Context: an optimization exercise on an open-source flow, tuned for small area. The choices shown serve that exercise and are no tape-out recipe.
Power figures rest on the tool's default switching activity, not on a simulated workload.

==> wip/nickel <==
// ce_alu
module ce_alu (
    input  wire        clk,
    input  wire        rst,         
    input  wire        in_valid,
    output wire        in_ready,
    input  wire [7:0]  op,
    input  wire [1:0]  sz,          
    input  wire [31:0] a,           
    input  wire [31:0] b,           
    input  wire [31:0] c,           
    input  wire [4:0]  flags_in,    
    output reg         out_valid,
    output wire [31:0] result,
    output reg  [4:0]  flags_out,
    output reg         wr_d,
    output reg  [1:0]  exc          
);
    localparam FC = 0, FV = 1, FZ = 2, FN = 3, FT = 4;
    localparam [4:0] S_IDLE  = 5'd0,  S_ARITH = 5'd1,  
                     S_LOOP  = 5'd3,  S_SHIFT = 5'd4,  S_ROTB  = 5'd5,
                     S_FFSC  = 5'd7,  S_BSW   = 5'd8,
                     S_CRC   = 5'd9,  S_MULT  = 5'd10, S_CORR1 = 5'd11,
                     S_CORR2 = 5'd12, S_DIVZ  = 5'd13, S_DSTEP = 5'd14,
                     S_DCORR = 5'd15, S_FLAGS = 5'd16, S_WLDR = 5'd17,
                     S_WLDN  = 5'd18, S_RDQ   = 5'd19,
                     S_LDB   = 5'd2,  S_SUB   = 5'd6,  S_NEG   = 5'd20;
    reg [4:0]  state;
    reg [31:0] R;           
    reg [31:0] W;           
    reg [4:0]  cnt;
    reg        seen;        
    assign result = R;
    wire s8  = (sz == 2'd0);
    wire s16 = (sz == 2'd1);
    wire s32 = sz[1];
    wire l1  = sz[1] | sz[0];              
    wire l2  = sz[1];                      
    wire [4:0] modmask = {sz[1], sz[1] | sz[0], 3'b111};
    wire [3:0] lo = op[3:0];
    wire g1 = (op[7:4] == 4'h1);
    wire g2 = (op[7:4] == 4'h2);
    wire g3 = (op[7:4] == 4'h3);
    wire is_add   = g1 & (lo == 4'h0 || lo == 4'h1);
    wire is_addc  = g1 & (lo == 4'h1);
    wire is_subc  = g1 & (lo == 4'h3);
    wire is_sub   = g1 & (lo == 4'h2 || lo == 4'h3 || lo == 4'hC);
    wire is_cmp   = g1 & (lo == 4'hC);
    wire is_neg   = g1 & (lo == 4'hB);
    wire is_mul   = g1 & (lo == 4'h4);
    wire is_mulh  = g1 & (lo == 4'h5 || lo == 4'h6);
    wire is_mulhs = g1 & (lo == 4'h6);
    wire is_div   = g1 & (lo >= 4'h7 && lo <= 4'hA);
    wire div_quo  = g1 & (lo == 4'h7 || lo == 4'h8);
    wire div_sgn  = g1 & (lo == 4'h8 || lo == 4'hA);
    wire is_divs  = g1 & (lo == 4'h8);
    wire is_logic = g2 & (lo <= 4'h3);
    wire is_not   = g2 & (lo == 4'h4);
  ...
Settings: LEC_CHECK=0, CAP_MARGIN=5, CORE_MARGIN=2, CORE_UTILIZATION=35, GPL_TIMING_DRIVEN=0, SLEW_MARGIN=5; clock period 10.0 ns.
standard.sh (not shown) runs the stock make flow with config.mk's settings and CLKGATE_MAP_FILE= SYNTH_SCRIPT=/design/flow/synth_recipe.tcl, a recipe that flattens the netlist after the stock synthesis.
==> flow/flow/run.sh <==
#!/bin/bash
# Layout flow: the standard ORFS layout (standard.sh's make targets and
# settings), with two changes that only affect cell area:
#  1. synthesis maps the logic with an area-oriented ABC script
#     (flow/abc_area.script) instead of ORFS's delay-oriented one; everything
#     else in synthesis (front end, flop mapping, flattening, renaming) is
#     ORFS's and the standard flow's synthesis unchanged, so the registers keep the
#     standard synthesis's names and cell types;
#  2. the port buffers that placement inserts on every input and output are
#     sky130_fd_sc_hd__buf_1 instead of the resizer's default pick;
#  3. clock tree synthesis builds the tree from sky130_fd_sc_hd__clkbuf_8
#     and adds no dummy loads.
# Each tool's output goes to a log file of its own in this folder.
set -euo pipefail
W=$(pwd)
ABC_SCRIPT=${ABC_SCRIPT_FILE:-$W/flow/abc_area.script}
PORT_BUF=${PORT_BUF_CELL:-sky130_fd_sc_hd__buf_1}

# ORFS's synth.tcl with only the ABC script replaced
sed "s#^source \$::env(SCRIPTS_DIR)/synth_preamble.tcl\$#source \$::env(SCRIPTS_DIR)/synth_preamble.tcl\nset abc_args [lreplace \$abc_args 1 1 $ABC_SCRIPT]#" \
    "$FLOW_HOME/scripts/synth.tcl" > "$W/synth_area_core.tcl"
grep -q "lreplace" "$W/synth_area_core.tcl"
# The standard flow's synthesis wrapper, sourcing the copy above
sed "s#\$::env(SCRIPTS_DIR)/synth.tcl#$W/synth_area_core.tcl#" synth_recipe.tcl > "$W/synth_area.tcl"
grep -q "synth_area_core" "$W/synth_area.tcl"
# The standard flow's config plus the port buffer choice
cp config.mk "$W/config_area.mk"
echo "export BUFFER_PORTS_ARGS = -buffer_cell $PORT_BUF" >> "$W/config_area.mk"
echo "export CTS_ARGS = -sink_clustering_enable -repair_clock_nets -buf_list ${CTS_BUF:-sky130_fd_sc_hd__clkbuf_8} -dont_use_dummy_load" >> "$W/config_area.mk"
# standard.sh with that synthesis script and config
sed -e "s#SYNTH_SCRIPT=[^ ]*#SYNTH_SCRIPT=$W/synth_area.tcl#" \
    -e "s#DESIGN_CONFIG=[^ ]*#DESIGN_CONFIG=$W/config_area.mk#" standard.sh > "$W/standard_area.sh"
grep -q "config_area.mk" "$W/standard_area.sh"

bash "$W/standard_area.sh" synth > "$W/synth.log" 2>&1
bash "$W/standard_area.sh" > "$W/layout.log" 2>&1
test -f out/final.def
==> flow/flow/abc_area.script <==
strash
&get -n
&fraig -x
&put
scorr
dc2
dretime
strash
&get -n
&dch -f
&nf
&put
topo
stime -c
upsize -c
dnsize -c
==> inputs of wip/juniper, as changes to wip/nickel <==
--- a/flow/design.v
+++ b/flow/design.v
@@ -18,17 +18,17 @@
     localparam FC = 0, FV = 1, FZ = 2, FN = 3, FT = 4;
     localparam [4:0] S_IDLE  = 5'd0,  S_ARITH = 5'd1,  
                      S_LOOP  = 5'd3,  S_SHIFT = 5'd4,  S_ROTB  = 5'd5,
                      S_FFSC  = 5'd7,  S_BSW   = 5'd8,
                      S_CRC   = 5'd9,  S_MULT  = 5'd10, S_CORR1 = 5'd11,
                      S_CORR2 = 5'd12, S_DIVZ  = 5'd13, S_DSTEP = 5'd14,
                      S_DCORR = 5'd15, S_FLAGS = 5'd16, S_WLDR = 5'd17,
                      S_WLDN  = 5'd18, S_RDQ   = 5'd19,
-                     S_LDB   = 5'd2,  S_SUB   = 5'd6,  S_NEG   = 5'd20;
+                     S_LDB   = 5'd2;
     reg [4:0]  state;
     reg [31:0] R;           
     reg [31:0] W;           
     reg [4:0]  cnt;
     reg        seen;        
     assign result = R;
     wire s8  = (sz == 2'd0);
     wire s16 = (sz == 2'd1);
@@ -167,21 +167,21 @@
                 default: loop_f = lg_r & ~lg_w;
             endcase
         end else begin
             loop_f = (lg_r ^ is_not ^ (neg_loop & seen)) & lt_n;
         end
     end
     wire bmod = (lo[1:0] == 2'd1) ? 1'b1 : (lo[1:0] == 2'd2) ? 1'b0 :
                 (lo[1:0] == 2'd3) ? ~R[0] : R[0];
-    wire ab_x   = a_neg ^ b_neg;
-    wire c_add  = (a_neg & b_neg) | (ab_x & ~nR);
-    wire c_sub  = (~a_neg & b_neg) | (~ab_x & nR);
-    wire v_add  = ~ab_x & (a_neg ^ nR);
-    wire v_sub  = ab_x & (a_neg ^ nR);
+    wire x_s = msb_at(X, sz);
+    wire y_s = msb_at(Y, sz);
+    wire r_s = msb_at(S[31:0], sz);
+    wire c_n = s8 ? S[8] : s16 ? S[16] : S[32];
+    wire v_n = ~(x_s ^ y_s) & (x_s ^ r_s);
     wire zn_upd = (exc == 2'd0) & ~(is_btst | is_bsf | is_ffs | is_crc);
     always @* begin
         nstate  = state;
         cnt_clr = 1'b0;
         F_n     = flags_out;
         last    = 1'b0;
         exc_set1 = 1'b0;
         seen_n  = seen;
@@ -200,17 +200,17 @@
                     is_not | is_tst | is_shift)) begin
                     F_n[FC] = 1'b0;
                     F_n[FV] = 1'b0;
                 end
                 xhi = 2'd0; xlo = 2'd0; ysa = 1'b1;
                 if (!legal | is_tst)
                     nstate = S_FLAGS;
                 else if (is_add | is_sub | is_neg)
-                    nstate = is_add ? S_ARITH : is_sub ? S_SUB : S_NEG;
+                    nstate = S_ARITH;
                 else if (is_not)
                     nstate = S_LOOP;     
                 else if (is_shift | is_btst)
                     nstate = is_shift ? S_SHIFT : S_ROTB;
                 else if (is_ffs)
                     nstate = S_WLDR;
                 else if (is_bsw)
                     nstate = s8 ? S_FLAGS : S_BSW;
@@ -219,26 +219,27 @@
             end
             S_LDB: begin
                 xhi = 2'd0; xlo = 2'd0;
                 ysb = ~is_bsf; ysc = is_bsf;
                 cnt_clr = 1'b1;
                 nstate = is_bsf ? S_ROTB : (is_logic | is_crc | is_mulh) ? S_WLDR :
                          is_mul ? S_WLDN : S_DIVZ;
             end
-            S_ARITH, S_SUB, S_NEG: begin
-                if (state == S_NEG) begin
+            S_ARITH: begin
+                if (is_neg) begin
                     xhi = 2'd0; xlo = 2'd0; ysa = 1'b1;
                 end else begin
                     ysb = 1'b1;
                 end
-                yinv = (state != S_ARITH); yfv = yinv;
-                ycin = (state == S_NEG) ? 1'b1 :
-                       (state == S_SUB) ? ~(op[0] & flags_in[FC]) :
-                                          (op[0] & flags_in[FC]);
+                yinv = ~is_add; yfv = ~is_add;
+                ycin = is_neg | (is_sub & ~is_subc) | (is_subc & ~flags_in[FC]) |
+                       (is_addc & flags_in[FC]);
+                F_n[FC] = c_n;
+                F_n[FV] = v_n;
                 cnt_clr = 1'b1;
                 nstate = S_LOOP;           
             end
             S_WLDR: begin
                 wq = R[0];
                 if (cnt == 5'd31) begin
                     cnt_clr = 1'b1;
                     if (is_mulh) begin
@@ -366,23 +367,16 @@
                 end
                 seen_n = 1'b0;
                 if (lastn) begin
                     cnt_clr = 1'b1;
                     nstate = S_LOOP;
                 end
             end
             S_FLAGS: begin
-                if (legal & is_add) begin
-                    F_n[FC] = c_add; F_n[FV] = v_add;
-                end else if (legal & is_sub) begin
-                    F_n[FC] = c_sub; F_n[FV] = v_sub;
-                end else if (legal & is_neg) begin
-                    F_n[FC] = ~zR;   F_n[FV] = a_neg & nR;
-                end
                 if (zn_upd) begin
                     F_n[FZ] = zR;
                     F_n[FN] = nR;
                 end
                 last = 1'b1;
             end
             default: nstate = S_IDLE;
         endcase
==> inputs of wip/yarrow, as changes to wip/nickel <==
--- a/flow/design.v
+++ b/flow/design.v
@@ -11,24 +11,23 @@
     input  wire [4:0]  flags_in,    
     output reg         out_valid,
     output wire [31:0] result,
     output reg  [4:0]  flags_out,
     output reg         wr_d,
     output reg  [1:0]  exc          
 );
     localparam FC = 0, FV = 1, FZ = 2, FN = 3, FT = 4;
-    localparam [4:0] S_IDLE  = 5'd0,  S_ARITH = 5'd1,  
+    localparam [4:0] S_IDLE  = 5'd0,  S_ARITH = 5'd1,  S_UNUS2 = 5'd2,
                      S_LOOP  = 5'd3,  S_SHIFT = 5'd4,  S_ROTB  = 5'd5,
-                     S_FFSC  = 5'd7,  S_BSW   = 5'd8,
+                     S_FFSZ  = 5'd6,  S_FFSC  = 5'd7,  S_BSW   = 5'd8,
                      S_CRC   = 5'd9,  S_MULT  = 5'd10, S_CORR1 = 5'd11,
                      S_CORR2 = 5'd12, S_DIVZ  = 5'd13, S_DSTEP = 5'd14,
                      S_DCORR = 5'd15, S_FLAGS = 5'd16, S_WLDR = 5'd17,
-                     S_WLDN  = 5'd18, S_RDQ   = 5'd19,
-                     S_LDB   = 5'd2,  S_SUB   = 5'd6,  S_NEG   = 5'd20;
+                     S_WLDN  = 5'd18, S_RDQ   = 5'd19, S_ARITH2 = 5'd20;
     reg [4:0]  state;
     reg [31:0] R;           
     reg [31:0] W;           
     reg [4:0]  cnt;
     reg        seen;        
     assign result = R;
     wire s8  = (sz == 2'd0);
     wire s16 = (sz == 2'd1);
@@ -100,28 +99,25 @@
     wire [31:0] Rsh = {R[30:0], d};
     wire [31:0] X;
     assign X[31:16] = (xhi == 2'd1) ? R[31:16] : (xhi == 2'd2) ? Rsh[31:16] : 16'd0;
     assign X[15:0]  = (xlo == 2'd1) ? R[15:0]  : (xlo == 2'd2) ? Rsh[15:0]  : 16'd0;
     wire        la1 = l1 | ynomask, la2 = l2 | ynomask;
     wire [31:0] lsa = {{16{ysa & la2}}, {8{ysa & la1}}, {8{ysa}}};
     wire [31:0] lsb = {{16{ysb & la2}}, {8{ysb & la1}}, {8{ysb}}};
     wire [31:0] lsc = {{16{ysc & la2}}, {8{ysc & la1}}, {8{ysc}}};
-    wire        crc_fb = R[0] ^ W[31];
-    wire [31:0] poly   = is_crcc ? 32'h82F6_3B78 : 32'hEDB8_8320;
-    wire [31:0] pterm  = {poly[30:0], 1'b0} & {32{crc_en & crc_fb}};
-    wire [31:0] ysrc  = (lsa & a) | (lsb & b) | (lsc & c) | pterm;
+    wire [31:0] ysrc  = (lsa & a) | (lsb & b) | (lsc & c);
     wire [31:0] Yr    = ysrc ^ {32{yinv}};
     wire [31:0] Y     = {Yr[31:17], la2 ? Yr[16] : yfv, Yr[15:9], la1 ? Yr[8] : yfv, Yr[7:0]};
     reg  [32:0] sum;
     reg  [31:0] pg_p, pg_g, pp, gg;
     integer bi, bj;
     always @* begin
         pg_p = X ^ Y;
-        pg_g = X & Y & {32{~crc_en}};
+        pg_g = X & Y;
         pp = pg_p;
         gg = pg_g;
         gg[0] = gg[0] | (pp[0] & ycin);
         for (bi = 1; bi <= 5; bi = bi + 1)
             for (bj = (1 << bi) - 1; bj < 32; bj = bj + (1 << bi)) begin
                 gg[bj] = gg[bj] | (pp[bj] & gg[bj - (1 << (bi - 1))]);
                 pp[bj] = pp[bj] & pp[bj - (1 << (bi - 1))];
             end
@@ -133,24 +129,27 @@
         sum[0] = pg_p[0] ^ ycin;
         for (bi = 1; bi < 32; bi = bi + 1)
             sum[bi] = pg_p[bi] ^ gg[bi - 1];
         sum[32] = gg[31];
     end
     wire        c32 = sum[32];
     wire [32:0] S   = {c32 ^ yinv, sum[31:0]};
     reg  [31:0] Bv;
+    wire crc_fb = R[0] ^ W[31];
+    wire [31:0] poly = is_crcc ? 32'h82F6_3B78 : 32'hEDB8_8320;
     always @* begin
         Bv = S[32:1];
         if (rins_en) begin
             if (s8)  Bv[7]  = rins;
             if (s16) Bv[15] = rins;
             if (s32) Bv[31] = rins;
         end
         if (top_en) Bv[31] = top_v;
+        if (crc_en) Bv = Bv ^ (poly & {32{crc_fb}});
     end
     wire dv_sub  = ~seen;
     wire bneg_s  = div_sgn & b_neg;
     wire rs_new  = s8 ? S[8] : s16 ? S[16] : (R[31] ^ dv_sub ^ c32);
     reg [4:0] nstate;
     reg       cnt_clr;
     reg [4:0] F_n;
     reg       last;              
@@ -162,26 +161,26 @@
         if (is_logic) begin
             case (lo[1:0])
                 2'd0: loop_f = lg_r & lg_w;
                 2'd1: loop_f = lg_r | lg_w;
                 2'd2: loop_f = lg_r ^ lg_w;
                 default: loop_f = lg_r & ~lg_w;
             endcase
         end else begin
-            loop_f = (lg_r ^ is_not ^ (neg_loop & seen)) & lt_n;
+            loop_f = (lg_r ^ (neg_loop & seen)) & lt_n;
         end
     end
     wire bmod = (lo[1:0] == 2'd1) ? 1'b1 : (lo[1:0] == 2'd2) ? 1'b0 :
                 (lo[1:0] == 2'd3) ? ~R[0] : R[0];
-    wire ab_x   = a_neg ^ b_neg;
-    wire c_add  = (a_neg & b_neg) | (ab_x & ~nR);
-    wire c_sub  = (~a_neg & b_neg) | (~ab_x & nR);
-    wire v_add  = ~ab_x & (a_neg ^ nR);
-    wire v_sub  = ab_x & (a_neg ^ nR);
+    wire x_s = msb_at(X, sz);
+    wire y_s = msb_at(Y, sz);
+    wire r_s = msb_at(S[31:0], sz);
+    wire c_n = s8 ? S[8] : s16 ? S[16] : S[32];
+    wire v_n = ~(x_s ^ y_s) & (x_s ^ r_s);
     wire zn_upd = (exc == 2'd0) & ~(is_btst | is_bsf | is_ffs | is_crc);
     always @* begin
         nstate  = state;
         cnt_clr = 1'b0;
         F_n     = flags_out;
         last    = 1'b0;
         exc_set1 = 1'b0;
         seen_n  = seen;
@@ -196,51 +195,58 @@
                 cnt_clr = 1'b1;
                 seen_n  = 1'b0;
                 F_n     = flags_in;
                 if (legal & (is_add | is_sub | is_neg | is_mul | is_mulh | is_logic |
                     is_not | is_tst | is_shift)) begin
                     F_n[FC] = 1'b0;
                     F_n[FV] = 1'b0;
                 end
-                xhi = 2'd0; xlo = 2'd0; ysa = 1'b1;
-                if (!legal | is_tst)
-                    nstate = S_FLAGS;
-                else if (is_add | is_sub | is_neg)
-                    nstate = is_add ? S_ARITH : is_sub ? S_SUB : S_NEG;
-                else if (is_not)
-                    nstate = S_LOOP;     
-                else if (is_shift | is_btst)
-                    nstate = is_shift ? S_SHIFT : S_ROTB;
-                else if (is_ffs)
-                    nstate = S_WLDR;
-                else if (is_bsw)
-                    nstate = s8 ? S_FLAGS : S_BSW;
-                else
-                    nstate = S_LDB;      
-            end
-            S_LDB: begin
                 xhi = 2'd0; xlo = 2'd0;
-                ysb = ~is_bsf; ysc = is_bsf;
+                if (!legal) begin
+                    nstate = S_FLAGS;
+                end else if (is_add | is_sub) begin
+                    ysa = 1'b1; nstate = S_ARITH;
+                end else if (is_neg) begin
+                    rsel = 2'd0; nstate = S_ARITH;
+                end else if (is_logic | is_crc | is_mulh) begin
+                    ysb = 1'b1; nstate = S_WLDR;
+                end else if (is_not) begin
+                    ysa = 1'b1; yinv = 1'b1; nstate = S_ARITH2;
+                end else if (is_tst) begin
+                    ysa = 1'b1; nstate = S_FLAGS;
+                end else if (is_shift) begin
+                    ysa = 1'b1; nstate = S_SHIFT;
+                end else if (is_btst) begin
+                    ysa = 1'b1; nstate = S_ROTB;
+                end else if (is_bsf) begin
+                    ysc = 1'b1; nstate = S_ROTB;
+                end else if (is_ffs) begin
+                    ysa = 1'b1; nstate = S_FFSZ;
+                end else if (is_bsw) begin
+                    ysa = 1'b1; nstate = s8 ? S_FLAGS : S_BSW;
+                end else if (is_mul) begin
+                    ysb = 1'b1; nstate = S_WLDN;
+                end else begin  
+                    ysb = 1'b1; nstate = S_DIVZ;
+                end
+            end
+            S_ARITH: begin
+                if (is_neg) ysa = 1'b1; else ysb = 1'b1;
+                yinv = ~is_add; yfv = ~is_add;
+                ycin = is_neg | (is_sub & ~is_subc) | (is_subc & ~flags_in[FC]) |
+                       (is_addc & flags_in[FC]);
+                F_n[FC] = c_n;
+                F_n[FV] = v_n;
                 cnt_clr = 1'b1;
-                nstate = is_bsf ? S_ROTB : (is_logic | is_crc | is_mulh) ? S_WLDR :
-                         is_mul ? S_WLDN : S_DIVZ;
+                nstate = S_LOOP;           
             end
-            S_ARITH, S_SUB, S_NEG: begin
-                if (state == S_NEG) begin
-                    xhi = 2'd0; xlo = 2'd0; ysa = 1'b1;
-                end else begin
-                    ysb = 1'b1;
-                end
-                yinv = (state != S_ARITH); yfv = yinv;
-                ycin = (state == S_NEG) ? 1'b1 :
-                       (state == S_SUB) ? ~(op[0] & flags_in[FC]) :
-                                          (op[0] & flags_in[FC]);
+            S_ARITH2: begin
                 cnt_clr = 1'b1;
-                nstate = S_LOOP;           
+                nstate = S_LOOP;
             end
             S_WLDR: begin
                 wq = R[0];
                 if (cnt == 5'd31) begin
                     cnt_clr = 1'b1;
                     if (is_mulh) begin
                         rsel = 2'd0; nstate = S_MULT;
                     end else if (is_ffs) begin
@@ -264,18 +270,17 @@
                 end
             end
             S_LOOP: begin
                 rsel = 2'd2; top_en = 1'b1; top_v = loop_f;
                 seen_n = seen | lg_r;
                 if (cnt == 5'd31) nstate = S_FLAGS;
             end
             S_CRC: begin
-                rsel = 2'd2; crc_en = 1'b1; top_en = 1'b1; top_v = crc_fb;
-                ynomask = 1'b1;
+                rsel = 2'd2; crc_en = 1'b1;
                 if (lastn) nstate = S_FLAGS;
             end
             S_SHIFT: begin
                 if (eqk) begin
                     cnt_clr = 1'b1;
                     nstate = S_LOOP;       
                 end else if (sh_left) begin
                     xhi = 2'd2; xlo = 2'd2; d = is_rol & r_top;
@@ -287,19 +292,23 @@
                 end
             end
             S_ROTB: begin
                 rsel = 2'd2; rins_en = 1'b1;
                 rins = eqk ? bmod : R[0];
                 if (eqk) F_n[FT] = R[0];
                 if (lastn) nstate = S_FLAGS;
             end
+            S_FFSZ: begin
+                F_n[FZ] = zR;
+                cnt_clr = 1'b1;
+                nstate = S_WLDR;
+            end
             S_FFSC: begin
-                F_n[FZ] = (R[5:0] == {s32, s16, s8, 3'b000});
-                if (W[31] | F_n[FZ])
+                if (W[31] | (R[5:0] == {s32, s16, s8, 3'b000}))
                     nstate = S_FLAGS;
                 else
                     ycin = 1'b1;
             end
             S_BSW: begin
                 if (s32 && cnt >= 5'd8 && cnt < 5'd24) begin
                     xhi = 2'd2; xlo = 2'd2; d = R[31];
                 end else begin
@@ -366,23 +375,16 @@
                 end
                 seen_n = 1'b0;
                 if (lastn) begin
                     cnt_clr = 1'b1;
                     nstate = S_LOOP;
                 end
             end
             S_FLAGS: begin
-                if (legal & is_add) begin
-                    F_n[FC] = c_add; F_n[FV] = v_add;
-                end else if (legal & is_sub) begin
-                    F_n[FC] = c_sub; F_n[FV] = v_sub;
-                end else if (legal & is_neg) begin
-                    F_n[FC] = ~zR;   F_n[FV] = a_neg & nR;
-                end
                 if (zn_upd) begin
                     F_n[FZ] = zR;
                     F_n[FN] = nR;
                 end
                 last = 1'b1;
             end
             default: nstate = S_IDLE;
         endcase
==> summary of the runs <==
The lowest synthesized cell count belongs to wip/juniper, the highest to wip/yarrow.
Power: wip/yarrow < wip/juniper < wip/nickel.
In wip/nickel the setup slack is worse than in wip/yarrow, by 45 ps.
Clock-buffer cell count is the same in wip/yarrow and wip/juniper.
Critical path depth, lowest first: wip/nickel, wip/yarrow, wip/juniper.
==> figures <==
metric	wip/yarrow	wip/juniper	wip/nickel
Result of the run	timing/DRC/antenna clean	timing/DRC/antenna clean	timing/DRC/antenna clean
Arrival time at the worst endpoint	9530 ps	9640 ps	9710 ps
WL met3	1.67 mm	2.38 mm	2.26 mm
Area of the core region	0.0201 mm²	0.0188 mm²	0.0189 mm²
Complex-gate fraction of the synthesized area	27.1%	31.3%	28.9%
Post-synthesis share of cell area spent on full adders, half adders and majority gates	11.8%	10.9%	11.4%
Crit path max-delay cell type	a221o_1	nor3_4	a222oi_1
VDD IR max	0.0562 mV	0.0715 mV	0.0593 mV
Total Power	0.933 mW	1.09 mW	1.16 mW
Hold slack	314 ps	316 ps	314 ps
Layout cell share with drive strength beyond 1	6.89%	6.68%	4.25%
No functional check of the RTL was part of any run of this note.

[static timing again, ports no longer ideal]
Ports are ideal in the flow. The routed layouts listed here were re-timed in OpenROAD. Step 1: set_driving_cell puts a clkbuf_16 on clk and a buf_2 on each other input, an assumption about the parent block. Step 2 also shifts input and output timing later by t, the mid clock arrival at the registers, as if the neighbouring blocks saw the same clock. a / b / c = no drivers / after step 1 / after step 2; a / b = the first two.
run | t, ns | setup WS [ns] | worst data-port slew with drivers (ns)
wip/nickel | 0.420 | 0.556 / 0.560 / 0.140 | 0.06
wip/juniper | 0.405 | 0.441 / 0.457 / 0.052 | 0.04
wip/yarrow | 0.414 | 0.601 / 0.609 / 0.195 | 0.05
After both steps every run listed still meets setup and hold. For wip/nickel, which loses most, drivers alone change the setup slack by +0.004 ns; drivers and shift together by -0.416 ns.
